This design comes from an exercise in tuning for small area, a short achievable clock period and few clock cycles per item on the open sky130 flow, not from production work.
Function was checked by simulation only, so behaviour that the tests miss may differ from the original.

### flow/config.mk
export PLATFORM = sky130hd
export DESIGN_NAME = aes128_core
export DESIGN_NICKNAME = aes128_core
export VERILOG_FILES = /design/flow/design.v
export SDC_FILE = /design/flow/constraint.sdc
export NUM_CORES = 4
export LEC_CHECK = 0
export ABC_AREA = 1
export CAP_MARGIN = 20
export CORE_MARGIN = 2
export CORE_UTILIZATION = 55
export PLACE_DENSITY = 0.65
export SLEW_MARGIN = 20
### flow/constraint.sdc
create_clock -name core_clock -period 10.0 [get_ports {clk}]
set_input_delay 2.0000 -clock core_clock [delete_from_list [all_inputs] [get_ports {clk}]]
set_output_delay 2.0000 -clock core_clock [all_outputs]
set_load 0.01 [all_outputs]
### flow/design.v
module aes128_core (
    input  wire         clk,
    input  wire         rst,         
    input  wire         in_valid,
    output wire         in_ready,
    input  wire [127:0] key,
    input  wire [127:0] block_in,
    output reg          out_valid,
    output wire [127:0] block_out
);
    function automatic [17:0] sbox_nl(input [7:0] x);
        reg U0,U1,U2,U3,U4,U5,U6,U7;
        reg T1,T2,T3,T4,T5,T6,T7,T8,T9,T10,T11,T12,T13,T14,T15,T16,T17,T18,T19,T20,T21,T22,T23,T24,T25,T26,T27,M1,M2,M3,M4,M5,M6,M7,M8,M9,M10,M11,M12,M13,M14,M15,M16,M17,M18,M19,M20,M21,M22,M23,M24,M25,M26,M27,M28,M29,M30,M31,M32,M33,M34,M35,M36,M37,M38,M39,M40,M41,M42,M43,M44,M45,M46,M47,M48,M49,M50,M51,M52,M53,M54,M55,M56,M57,M58,M59,M60,M61,M62,M63;
        begin
            {U0,U1,U2,U3,U4,U5,U6,U7} = x;
            T1 = U0 ^ U3;
            T2 = U0 ^ U5;
            T3 = U0 ^ U6;
            T4 = U3 ^ U5;
            T5 = U4 ^ U6;
            T6 = T1 ^ T5;
            T7 = U1 ^ U2;
            T8 = U7 ^ T6;
            T9 = U7 ^ T7;
            T10 = T6 ^ T7;
            T11 = U1 ^ U5;
            T12 = U2 ^ U5;
            T13 = T3 ^ T4;
            T14 = T6 ^ T11;
            T15 = T5 ^ T11;
            T16 = T5 ^ T12;
            T17 = T9 ^ T16;
            T18 = U3 ^ U7;
            T19 = T7 ^ T18;
            T20 = T1 ^ T19;
            T21 = U6 ^ U7;
            T22 = T7 ^ T21;
            T23 = T2 ^ T22;
            T24 = T2 ^ T10;
            T25 = T20 ^ T17;
            T26 = T3 ^ T16;
            T27 = T1 ^ T12;
            M1 = T13 & T6;
            M2 = T23 & T8;
            M3 = T14 ^ M1;
            M4 = T19 & U7;
            M5 = M4 ^ M1;
            M6 = T3 & T16;
            M7 = T22 & T9;
            M8 = T26 ^ M6;
            M9 = T20 & T17;
            M10 = M9 ^ M6;
            M11 = T1 & T15;
            M12 = T4 & T27;
            M13 = M12 ^ M11;
            M14 = T2 & T10;
            M15 = M14 ^ M11;
            M16 = M3 ^ M2;
            M17 = M5 ^ T24;
            M18 = M8 ^ M7;
            M19 = M10 ^ M15;
            M20 = M16 ^ M13;
            M21 = M17 ^ M15;
            M22 = M18 ^ M13;
            M23 = M19 ^ T25;
            M24 = M22 ^ M23;
            M25 = M22 & M20;
            M26 = M21 ^ M25;
            M27 = M20 ^ M21;
            M28 = M23 ^ M25;
            M29 = M28 & M27;
            M30 = M26 & M24;
            M31 = M20 & M23;
            M32 = M27 & M31;
            M33 = M27 ^ M25;
            M34 = M21 & M22;
            M35 = M24 & M34;
            M36 = M24 ^ M25;
            M37 = M21 ^ M29;
            M38 = M32 ^ M33;
            M39 = M23 ^ M30;
            M40 = M35 ^ M36;
            M41 = M38 ^ M40;
            M42 = M37 ^ M39;
            M43 = M37 ^ M38;
            M44 = M39 ^ M40;
            M45 = M42 ^ M41;
            M46 = M44 & T6;
            M47 = M40 & T8;
            M48 = M39 & U7;
            M49 = M43 & T16;
            M50 = M38 & T9;
            M51 = M37 & T17;
            M52 = M42 & T15;
            M53 = M45 & T27;
            M54 = M41 & T10;
            M55 = M44 & T13;
            M56 = M40 & T23;
            M57 = M39 & T19;
            M58 = M43 & T3;
            M59 = M38 & T22;
            M60 = M37 & T20;
            M61 = M42 & T1;
            M62 = M45 & T4;
            M63 = M41 & T2;
            sbox_nl = {M46, M47, M48, M49, M50, M51, M52, M53, M54, M55, M56, M57, M58, M59, M60, M61, M62, M63};
        end
    endfunction
    function automatic [7:0] sbox_lin(input [17:0] m);
        reg M46,M47,M48,M49,M50,M51,M52,M53,M54,M55,M56,M57,M58,M59,M60,M61,M62,M63;
        reg L0,L1,L2,L3,L4,L5,L6,L7,L8,L9,L10,L11,L12,L13,L14,L15,L16,L17,L18,L19,L20,L21,L22,L23,L24,L25,L26,L27,L28,L29;
        begin
            {M46, M47, M48, M49, M50, M51, M52, M53, M54, M55, M56, M57, M58, M59, M60, M61, M62, M63} = m;
            L0 = M61 ^ M62;
            L1 = M50 ^ M56;
            L2 = M46 ^ M48;
            L3 = M47 ^ M55;
            L4 = M54 ^ M58;
            L5 = M49 ^ M61;
            L6 = M62 ^ L5;
            L7 = M46 ^ L3;
            L8 = M51 ^ M59;
            L9 = M52 ^ M53;
            L10 = M53 ^ L4;
            L11 = M60 ^ L2;
            L12 = M48 ^ M51;
            L13 = M50 ^ L0;
            L14 = M52 ^ M61;
            L15 = M55 ^ L1;
            L16 = M56 ^ L0;
            L17 = M57 ^ L1;
            L18 = M58 ^ L8;
            L19 = M63 ^ L4;
            L20 = L0 ^ L1;
            L21 = L1 ^ L7;
            L22 = L3 ^ L12;
            L23 = L18 ^ L2;
            L24 = L15 ^ L9;
            L25 = L6 ^ L10;
            L26 = L7 ^ L9;
            L27 = L8 ^ L10;
            L28 = L11 ^ L14;
            L29 = L11 ^ L17;
            sbox_lin = {L6 ^ L24, ~(L16 ^ L26), ~(L19 ^ L28), L6 ^ L21, L20 ^ L22, L25 ^ L29, ~(L13 ^ L27), ~(L6 ^ L23)};
        end
    endfunction
    function automatic [7:0] xtime(input [7:0] b);
        xtime = {b[6:0], 1'b0} ^ (b[7] ? 8'h1b : 8'h00);
    endfunction
    function automatic [31:0] mix_column(input [31:0] col);
        reg [7:0] a0, a1, a2, a3, t;
        begin
            a0 = col[31:24]; a1 = col[23:16]; a2 = col[15:8]; a3 = col[7:0];
            t  = a0 ^ a1 ^ a2 ^ a3;
            mix_column = {a0 ^ t ^ xtime(a0 ^ a1),
                          a1 ^ t ^ xtime(a1 ^ a2),
                          a2 ^ t ^ xtime(a2 ^ a3),
                          a3 ^ t ^ xtime(a3 ^ a0)};
        end
    endfunction
    function automatic [127:0] mix_columns(input [127:0] s);
        mix_columns = {mix_column(s[127:96]), mix_column(s[95:64]),
                       mix_column(s[63:32]),  mix_column(s[31:0])};
    endfunction
    function automatic [127:0] shift_rows(input [127:0] s);
        integer r, c;
        for (c = 0; c < 4; c = c + 1)
            for (r = 0; r < 4; r = r + 1)
                shift_rows[127 - 8*(4*c + r) -: 8] = s[127 - 8*(4*((c + r) % 4) + r) -: 8];
    endfunction
    function automatic [287:0] nl_state(input [127:0] s);
        integer i;
        for (i = 0; i < 16; i = i + 1)
            nl_state[287 - 18*i -: 18] = sbox_nl(s[127 - 8*i -: 8]);
    endfunction
    function automatic [71:0] nl_word(input [31:0] w);
        integer i;
        for (i = 0; i < 4; i = i + 1)
            nl_word[71 - 18*i -: 18] = sbox_nl(w[31 - 8*i -: 8]);
    endfunction
    function automatic [127:0] lin_state(input [287:0] m);
        integer i;
        for (i = 0; i < 16; i = i + 1)
            lin_state[127 - 8*i -: 8] = sbox_lin(m[287 - 18*i -: 18]);
    endfunction
    function automatic [31:0] lin_word(input [71:0] m);
        integer i;
        for (i = 0; i < 4; i = i + 1)
            lin_word[31 - 8*i -: 8] = sbox_lin(m[71 - 18*i -: 18]);
    endfunction
    reg  [127:0] s1;
    reg  [127:0] k1;
    reg  [7:0]   rc1;
    reg          v1;          
    reg  [287:0] m2;
    reg  [71:0]  t2;
    reg  [127:0] k2;
    reg  [7:0]   rc2;
    reg          v2;
    reg  [127:0] res;
    reg          rdy;
    wire [127:0] sb = lin_state(m2);
    wire [31:0]  w0 = k2[127:96] ^ lin_word(t2) ^ {rc2, 24'h000000};
    wire [31:0]  w1 = k2[95:64]  ^ w0;
    wire [31:0]  w2 = k2[63:32]  ^ w1;
    wire [31:0]  w3 = k2[31:0]   ^ w2;
    wire [127:0] rk = {w0, w1, w2, w3};
    wire         last = (rc2 == 8'h36);
    wire         free = !v2 || last;
    assign in_ready  = rdy;
    assign block_out = res;
    always @(posedge clk) begin
        m2  <= nl_state(shift_rows(s1));
        t2  <= nl_word({k1[23:0], k1[31:24]});
        k2  <= k1;
        rc2 <= rc1;
        if (free) begin
            s1  <= block_in ^ key;
            k1  <= key;
            rc1 <= 8'h01;
        end else begin
            s1  <= mix_columns(sb) ^ rk;
            k1  <= rk;
            rc1 <= xtime(rc2);
        end
        res <= sb ^ rk;
        if (rst) begin
            v1        <= 1'b0;
            v2        <= 1'b0;
            out_valid <= 1'b0;
            rdy       <= 1'b1;
        end else begin
            v2        <= v1;
            v1        <= free ? in_valid : 1'b1;
            out_valid <= v2 && last;
            rdy       <= !v1 || (rc1 == 8'h36);
        end
    end
endmodule
### flow/flow/run.sh
#!/bin/bash
# Layout flow: the standard flow (standard.sh) with three changes.
# - Synthesis is the standard synthesis script (synth_recipe.tcl, ORFS's
#   synth.tcl) except that ABC maps the logic with flow/abc_map_area.script,
#   an area-oriented mapping. Registers are mapped before ABC runs, so they
#   are the standard synthesis's, with the same names and cells.
# - The input and output port buffers are sky130_fd_sc_hd__buf_2 cells rather
#   than the delay buffer that buffer_ports picks by default. Every port still
#   gets its own buffer.
# - Timing repair aims for a setup slack of at least 6.6 ns at the design's
#   10 ns clock, so that the resizer speeds up the critical paths; the clock
#   and the constraints are the design's, unchanged.
set -euo pipefail
here=$(pwd)
# synth.tcl with the ABC script replaced right after the preamble sets it
sed "s#^source \$::env(SCRIPTS_DIR)/synth_preamble.tcl\$#&\nset abc_args [lreplace \$abc_args 1 1 $here/flow/abc_map_area.script]#" \
  "$FLOW_HOME/scripts/synth.tcl" > my_synth_body.tcl
grep -q "abc_map_area.script" my_synth_body.tcl
sed "s#^source \$::env(SCRIPTS_DIR)/synth.tcl\$#source $here/my_synth_body.tcl#" synth_recipe.tcl > my_synth.tcl
grep -q "my_synth_body.tcl" my_synth.tcl
sed "s#SYNTH_SCRIPT=[^ ]*#SYNTH_SCRIPT=$here/my_synth.tcl#" standard.sh > my_standard.sh
grep -q "my_synth.tcl" my_standard.sh
export BUFFER_PORTS_ARGS="-buffer_cell sky130_fd_sc_hd__buf_2"
export SETUP_SLACK_MARGIN=6.6
bash my_standard.sh > standard_flow.log 2>&1
### flow/flow/abc_map_area.script
strash
&get -n
&dch
&nf -R 1000
&put
topo
stime -c
buffer -c
upsize -c
dnsize -c
### flow/standard.sh
#!/bin/bash
# synth_recipe.tcl (not shown) runs the flow's synth.tcl, then flattens the netlist and writes it again
# the make line also repeats each setting of config.mk as NAME=value (left out here)
make -C /OpenROAD-flow-scripts/flow DESIGN_CONFIG=/design/flow/config.mk WORK_HOME=/design/flow/orfs CLKGATE_MAP_FILE= SYNTH_SCRIPT=/design/flow/synth_recipe.tcl "${@:-finish}"
==> impl_results.md, run 1 <==
* Synth-to-Final Area Change at 22.23%
* DRT iter0 DRCs at 2656
* H-tree levels at 3
* Gr usage total at 31.96%
* GPL Wtd Cong at 0.9930
* Worst Hold Launch: k1[57]
* Sequential area share after synthesis at 36.67%
* Worst Setup SP: t2[5]
* FP Rows at 109
* TritonCTS buffer count at 93
* Most frequent cells in the layout: xnor2_1 (1477), dfxtp_1 (817), nor2_1 (641)
* RR Startpoint: t2[5]
* CP max stage delay at 0.56 ns
* CTS Sinks at 892
* Placed insts at 6580
* CP endpoint kind: register
* Crit-path slowest cell: xor2_2
* CP top delay family: XOR/XNOR gates
* Nets at 5903
* Synth Register Bits at 892
* PortBufs at 388
* Crit-path most repeated cell: xnor2_1
* EDFF count, synth at 0
* Yosys warnings at 1
* Vias per cell at 5.062
* Root Driver: clkbuf_16
* Clock Latency Late Sink at 0.66 ns
* Final hold vios at 0
* Hold Buf Count CTS at 0
* Clk buf depth at 3
* Crit Path Max Fanout at 4
* CP startpoint kind: register
* Ys async rst share at 0%
* Crit Path Class: register to register
* IO Pins at 389
* Max-Cap Viols at 0
* DRC viols at 0
* Total nets after synthesis at 5361
* Worst EP arrival at 3.90 ns
* Cell chain of the critical path: xor2_1, xnor2_1, xnor2_1, xnor2_2, xnor2_2, xor2_2, xnor2_1, xnor2_1, a21oi_1
* Slew Limit Headroom at 16.21%
* Layout Skew at 0.03795 ns
* Total number of vias at 34666
* Horiz. Die Dim at 301.6 µm
* ANT nets after route at 0
* Worst min-delay path class: register to register
* FILL cells at 7146
* Status: finished clean
* RSZ-0062 raised after global routing: yes
* Worst Path Buf+Inv at 0
* Core Area at 88100 µm²
* Synthesized area at 48700 µm²
* Clock Pin Slew Worst Setup and Hold Paths at 0.06 ns
* Mean routed wirelength per cell at 22.01 µm
* DIE HEIGHT at 301.6 µm
* Top FF cell, synth: dfxtp_1
* CTS tree: yes
* First-pass GRT wire length at 214.6 mm
* Final min period at 3.414 ns
* WL final at 150.8 mm
* Commonest non-fill, non-tap cell in the layout: xnor2_1
* Vias in the first global route at 34195
* WP data required at 10.49 ns
* Overflow after GRT at 0
* Syn Inst Count at 5062
* Fraction of layout cells with a size suffix above 1 at 22.02%
* Initial antenna violation count at 4
* Final Setup Violations at 0
* Drt pass-1 iters at 5
* Hpwl dp at 120.1 mm
* Total negative slack at 0 ns
* Tcrit/Tclk final at 34.14%
* Die area at 90940 µm²
* Tightest Pin Transition at 1.248 ns
* Finished Layout Cells at 6848
* Initial cell density of the core at 55.28%
* Distinct cells, synth at 50
* Design Area, Final at 59530 µm²
* Fmax at 0.2929 GHz
* Pin count of the biggest net entering global routing at 135
* Post-synthesis average cell area at 9.621 µm²
* Slew Limit Fails at 0
* Area after DPL at 52180 µm²
==> synthesized netlist by cell type (3+ instances only) <==
master	instances	area, µm²
a211oi_1	5	37.54
a21oi_1	141	705.7
a21oi_2	5	43.79
and2_1	46	287.8
and3_1	17	106.4
buf_1	6	22.52
buf_2	8	40.04
clkbuf_1	69	259.0
dfxtp_1	892	17860
ha_1	40	500.5
inv_1	83	311.6
mux2_2	3	33.78
mux2_4	5	75.07
mux2i_1	7	70.07
nand2_1	291	1092
nand2b_1	6	37.54
nor2_1	642	2410
nor2_2	11	68.82
nor2b_1	12	75.07
nor2b_2	3	26.28
nor3_1	16	80.08
o211a_1	8	80.08
o211ai_1	5	37.54
o211ai_2	4	50.05
o21ai_0	130	650.6
o21ai_1	26	130.1
o22ai_1	9	56.30
o31a_1	8	70.07
o31ai_1	9	67.56
or2_2	6	37.54
xnor2_1	1634	14310
xnor2_2	98	1594
xnor2_4	4	110.1
xor2_1	759	6648
xor2_2	33	536.8
==> routing by layer <==
| layer | share of wire (%) | GRT usage, % | vias up |
|---|---|---|---|
| met3 | 6.1 | 4.193 | 275 |
| met1 | 42 | 42.16 | 16511 |
| met5 | 0.018 | 0 | - |
| met2 | 46 | 52.18 | 1167 |
| li1 | - | - | 16709 |
| met4 | 5.1 | 14.49 | 4 |
==> stage by stage <==
stage	hold WS [ns]	setup WS, ns	util (%)
after detailed placement	0.3121	5.735	59.23
after global placement	0.3096	5.712	59.20
after floorplan	0.3096	6.847	-
after CTS	0.3141	6.342	64.37
final	0.3045	6.586	67.57
after global routing	0.3206	6.487	67.56
==> final timing paths <==
path / endpoint / slack, ns / depth (start not counted)
worst max-delay path: s1[1] / 6.59 / 9
worst min-delay path: k2[57] / 0.30 / 0
worst max register to register: s1[1] / 6.59 / 9
worst min register to register: k2[57] / 0.30 / 0
==> state kept, by name (all words and copies together), names as in the netlist <==
| register | flops |
|---|---|
| out_valid | 1 |
| v1 | 1 |
| s1 | 128 |
| k1 | 128 |
| v2 | 1 |
| rc2 | 8 |
| rdy | 1 |
| t2 | 72 |
| m2 | 288 |
| res | 128 |
| k2 | 128 |
| rc1 | 8 |
==> kinds of logic after synthesis <==
kind of cell / count (synthesis) / share of synthesized area [%]
mux: 15 / 0.3674
compound gates: 355 / 4.067
flops: 892 / 36.67
xor+xnor: 2528 / 47.64
buf+inv: 170 / 1.359
simple gates: 1062 / 8.876
fa+ha+maj: 40 / 1.028
==> worst reg2reg max path: stages (launching register included) <==
cell and delay [ns]:
dfxtp_1 0.36, xor2_1 0.24, xnor2_1 0.24, xnor2_1 0.17, xnor2_2 0.46, xnor2_2 0.27, xor2_2 0.56, xnor2_1 0.31
xnor2_1 0.21, a21oi_1 0.44
==> layout make-up <==
cell class	count	area (µm²)	area share, %
repair buffers	530	3093	5.196
diodes	1	2.502	0.004204
clock inverters	52	714.4	1.200
well taps	1165	1458	2.449
clock buffers	121	2645	4.443
flip-flops and latches	892	17960	30.17
inverters	85	319.1	0.5360
multi-input cells	4002	33340	56.00
==> timing repair <==
item                                    CTS  global route
gates cloned                              0             2
endpoints found under the setup margin  195           235
setup buffers                             5            87
resized for setup                       152           313
hold endpoints to repair                  0             0
pin swaps                                 6            81
Testbench counts, summed over its fixed seeds: cycles 32,024, blocks 3,200.
==> inputs of run 2 (changes only) <==
--- a/flow/config.mk
+++ b/flow/config.mk
@@ -8,6 +8,6 @@
 export ABC_AREA = 1
 export CAP_MARGIN = 20
 export CORE_MARGIN = 2
-export CORE_UTILIZATION = 55
-export PLACE_DENSITY = 0.65
+export CORE_UTILIZATION = 50
+export PLACE_DENSITY = 0.6
 export SLEW_MARGIN = 20
==> impl_results.md, run 2 <==
* Status: finished clean
* WP data required at 10.54 ns (+0.05 ns)
* CP max stage delay at 0.49 ns (-0.07 ns)
* Crit-path most repeated cell: xnor2_1
* GPL Wtd Cong at 1.004 (+1.1%)
* Top reg by flops: m2
* Synth top area cells: dfxtp_1 (37%), xnor2_1 (29%), xor2_1 (14%), nor2_1 (4.9%), xnor2_2 (3.3%)
* Synthesized area at 48700 µm² (unchanged)
* Crit Path Class: register to register
* Hold Path End: k2[37]
* Initial antenna violation count at 8 (+4)
* Slew Limit Headroom at 20.19% (+4.0 points)
* Ys async rst share at 0% (unchanged)
* Layout Skew at 0.02209 ns (-0.01586 ns)
* Synth-to-Final Area Change at 22.81%
* Top FF cell, synth: dfxtp_1
* Overflow after GRT at 0 (unchanged)
* Nets at 5903 (unchanged)
* Worst Setup Slack, final at 6.574 ns (-0.01133 ns)
* Final Setup Violations at 0 (unchanged)
* Mean routed wirelength per cell at 22.25 µm (+1.1%)
* CP endpoint kind: register
* Commonest non-fill, non-tap cell in the layout: xnor2_1
* Slew Limit Fails at 0 (unchanged)
* Yosys warnings at 1 (unchanged)
* Worst EP arrival at 3.96 ns (+0.06 ns)
* CTS tree: yes
* Worst min-delay path class: register to register
* Cell chain of the critical path: xor2_1, xor2_1, xnor2_1, xnor2_2, xnor2_4, xor2_4, xnor2_1, xnor2_1, a21oi_2
* Tightest Pin Transition at 1.189 ns (-0.05937 ns)
* Most frequent cells in the layout: xnor2_1 (1474), dfxtp_1 (803), nor2_1 (637)
* Most frequent cell after synthesis: xnor2_1
* Final min period at 3.426 ns (+0.01133 ns)
* Finished Layout Cells at 6958 (+1.6%)
* Total number of vias at 34582 (-0.24%)
* Initial cell density of the core at 50.43% (-4.8 points)
* Synth cell count leaders: xnor2_1 (1634), dfxtp_1 (892), xor2_1 (759), nor2_1 (642), nand2_1 (291)
* ANT nets after route at 0 (unchanged)
* Vias per cell at 4.970 (-1.8%)
* Total negative slack at 0 ns (unchanged)
* Fraction of layout cells with a size suffix above 1 at 22.34% (+0.32 points)
* Distinct cells, synth at 50 (unchanged)
* Root Driver: clkbuf_16
* FF-to-FF path depth at 9 (unchanged)
* Tcrit/Tclk final at 34.26% (+0.11 points)
* Worst Hold Launch: k1[37]
* Die area at 99920 µm² (+9.9%)
* R2r setup slk at 6.57 ns (about the same)
* Hold Buf Count CTS at 0 (unchanged)
* CTS Sinks at 892 (unchanged)
* TritonCTS buffer count at 94 (+1.1%)
* RR Startpoint: t2[43]
* Crit-path slowest cell: xnor2_1
* Synth Register Bits at 892 (unchanged)
* Pin count of the biggest net entering global routing at 84 (-38%)
* WL final at 154.8 mm (+2.7%)
* Synth area leader: dfxtp_1
* Vias in the first global route at 34032 (-0.48%)
* R2R Path End: s1[23]
* Max-Cap Viols at 0 (unchanged)
* Sequential area share after synthesis at 36.67% (unchanged)
* FP Rows at 114 (+4.6%)
* Core Area at 96570 µm² (+9.6%)
* Drt pass-1 iters at 6 (+1)
* Clk buf depth at 3 (unchanged)
* CP startpoint kind: register
* IO Pins at 389 (unchanged)
* Hpwl dp at 123.8 mm (+3.1%)
* Final hold vios at 0 (unchanged)
* Clock Latency Late Sink at 0.67 ns (about the same)
* Largest register FFs at 288 (unchanged)
* Top-area cell type share of the netlist area at 36.67% (unchanged)
* DRC viols at 0 (unchanged)
* EDFF count, synth at 0 (unchanged)
* Post-synthesis average cell area at 9.621 µm² (unchanged)
* RSZ-0062 raised after global routing: yes
* Total nets after synthesis at 5361 (unchanged)
* First-pass GRT wire length at 220.9 mm (+2.9%)
* PortBufs at 388 (unchanged)
* Clock Pin Slew Worst Setup and Hold Paths at 0.06 ns (about the same)
* Placed insts at 6693 (+1.7%)
* Fmax at 0.2919 GHz (-0.33%)
* DIE HEIGHT at 316.1 µm (+4.8%)
* DRT iter0 DRCs at 2843 (+7.0%)
* Gr usage total at 30.18% (-1.8 points)
* Hold Crit Depth at 0 (unchanged)
* Crit Path Max Fanout at 4 (unchanged)
* FILL cells at 8228 (+15%)
* H-tree levels at 3 (unchanged)
* Post-Place Worst Slack at 5.529 ns (-0.2061 ns)
* Syn Inst Count at 5062 (unchanged)
* Horiz. Die Dim at 316.1 µm (+4.8%)
## run 2: changes by cell type in the layout (fill, tap and decap cells not counted), sizes merged
cell	before	now
bufinv	16	20
clkinvlp	8	5
clkbuf	121	119
clkinv	22	24
and2	49	48
buf	530	531
inv	91	90
nand2	294	293
## run 2: metal layers
layer,vias to the layer above,GRT usage [%],wire length (µm)
li1,16688,-,-
met1,16541,39.99,66460
met2,1081,49.09,72190
met3,266,3.774,8549
met4,6,14.06,7548
met5,-,0,39
## run 2: area by class of cell
class / count / area, µm² / share of cell area [%]
clock buffers: 119 / 2610 / 4.364
clock inverters: 54 / 828.3 / 1.385
repair buffers: 531 / 3080 / 5.150
diodes: 1 / 2.502 / 0.004184
multi-input cells: 4000 / 33400 / 55.84
flip-flops and latches: 892 / 17970 / 30.05
inverters: 85 / 319.1 / 0.5335
well taps: 1276 / 1597 / 2.669
## run 2: critical path, delay by kind of cell, from the launching register on
kind | cells | cell delay, ns
flops | 1 | 0.36
compound gates | 1 | 0.35
xor+xnor | 8 | 2.55
## run 2: worst max path at each step
stage | start | endpoint | slack, ns
5_1_grt | t2[49] | s1[23] | 6.48
6_report | t2[43] | s1[23] | 6.57
3_3_place_gp | t2[49] | s1[23] | 5.53
2_1_floorplan | k1[10] | t2[37] | 6.85
4_1_cts | t2[43] | s1[23] | 6.39
3_5_place_dp | t2[43] | s1[23] | 5.53
## run 2: logic make-up (layout without fill, tap and decap cells)
kind of cell	count (synthesis)	in the layout	share of synthesized area (%)
XOR/XNOR	2528	2528	47.64
AND/OR/NAND/NOR	1062	1062	8.876
flip-flops	892	892	36.67
AO/OA/AOI/OAI	355	355	4.067
buffers and inverters	170	789	1.359
adder cells (fa/ha/maj)	40	40	1.028
multiplexers	15	15	0.3674
other	0	1	0
## run 2: stage by stage
stage,util [%],cell area [µm²],hold slack (ns)
final,61.94,59810,0.3174
after floorplan,-,48700,0.3096
after global placement,54.16,52300,0.3099
after detailed placement,54.17,52310,0.3121
after CTS,59.09,57060,0.3134
after global routing,61.93,59810,0.3235
## run 2: what timing repair did
| action | in CTS | in global routing |
|---|---|---|
| gates resized for setup | 171 | 320 |
| buffers inserted | 9 | 82 |
| setup endpoints to repair | 215 | 211 |
| gates cloned | 0 | 0 |
| pin swaps | 10 | 75 |

-- what the ideal ports hide --
No port has a modelled driver above. Below, the same layouts with a new extraction and two added sets of constraints. Step 1 sets driving cells, clkbuf_16 on the clock port and buf_2 on the other inputs (assumed; they add their load-dependent delay and slew). Step 2 moves the port delays by t, midway between the first and last clock arrival at a register: inputs arrive t later, outputs are due t later. That takes back most of the time a late clock gives input paths. Slacks: ideal / step 1 / step 2; pairs: ideal / step 1.
run	shift t [ns]	slack for setup (ns)	hold slack, ns	worst setup path after step 2	worst data-port slew with drivers (ns)
run 1	0.710	6.586 / 6.586 / 6.586	0.305 / 0.305 / 0.305	register to register	0.06
run 2	0.728	6.574 / 6.574 / 6.574	0.317 / 0.317 / 0.317	register to register	0.06
After both steps setup and hold are still met in every run listed.
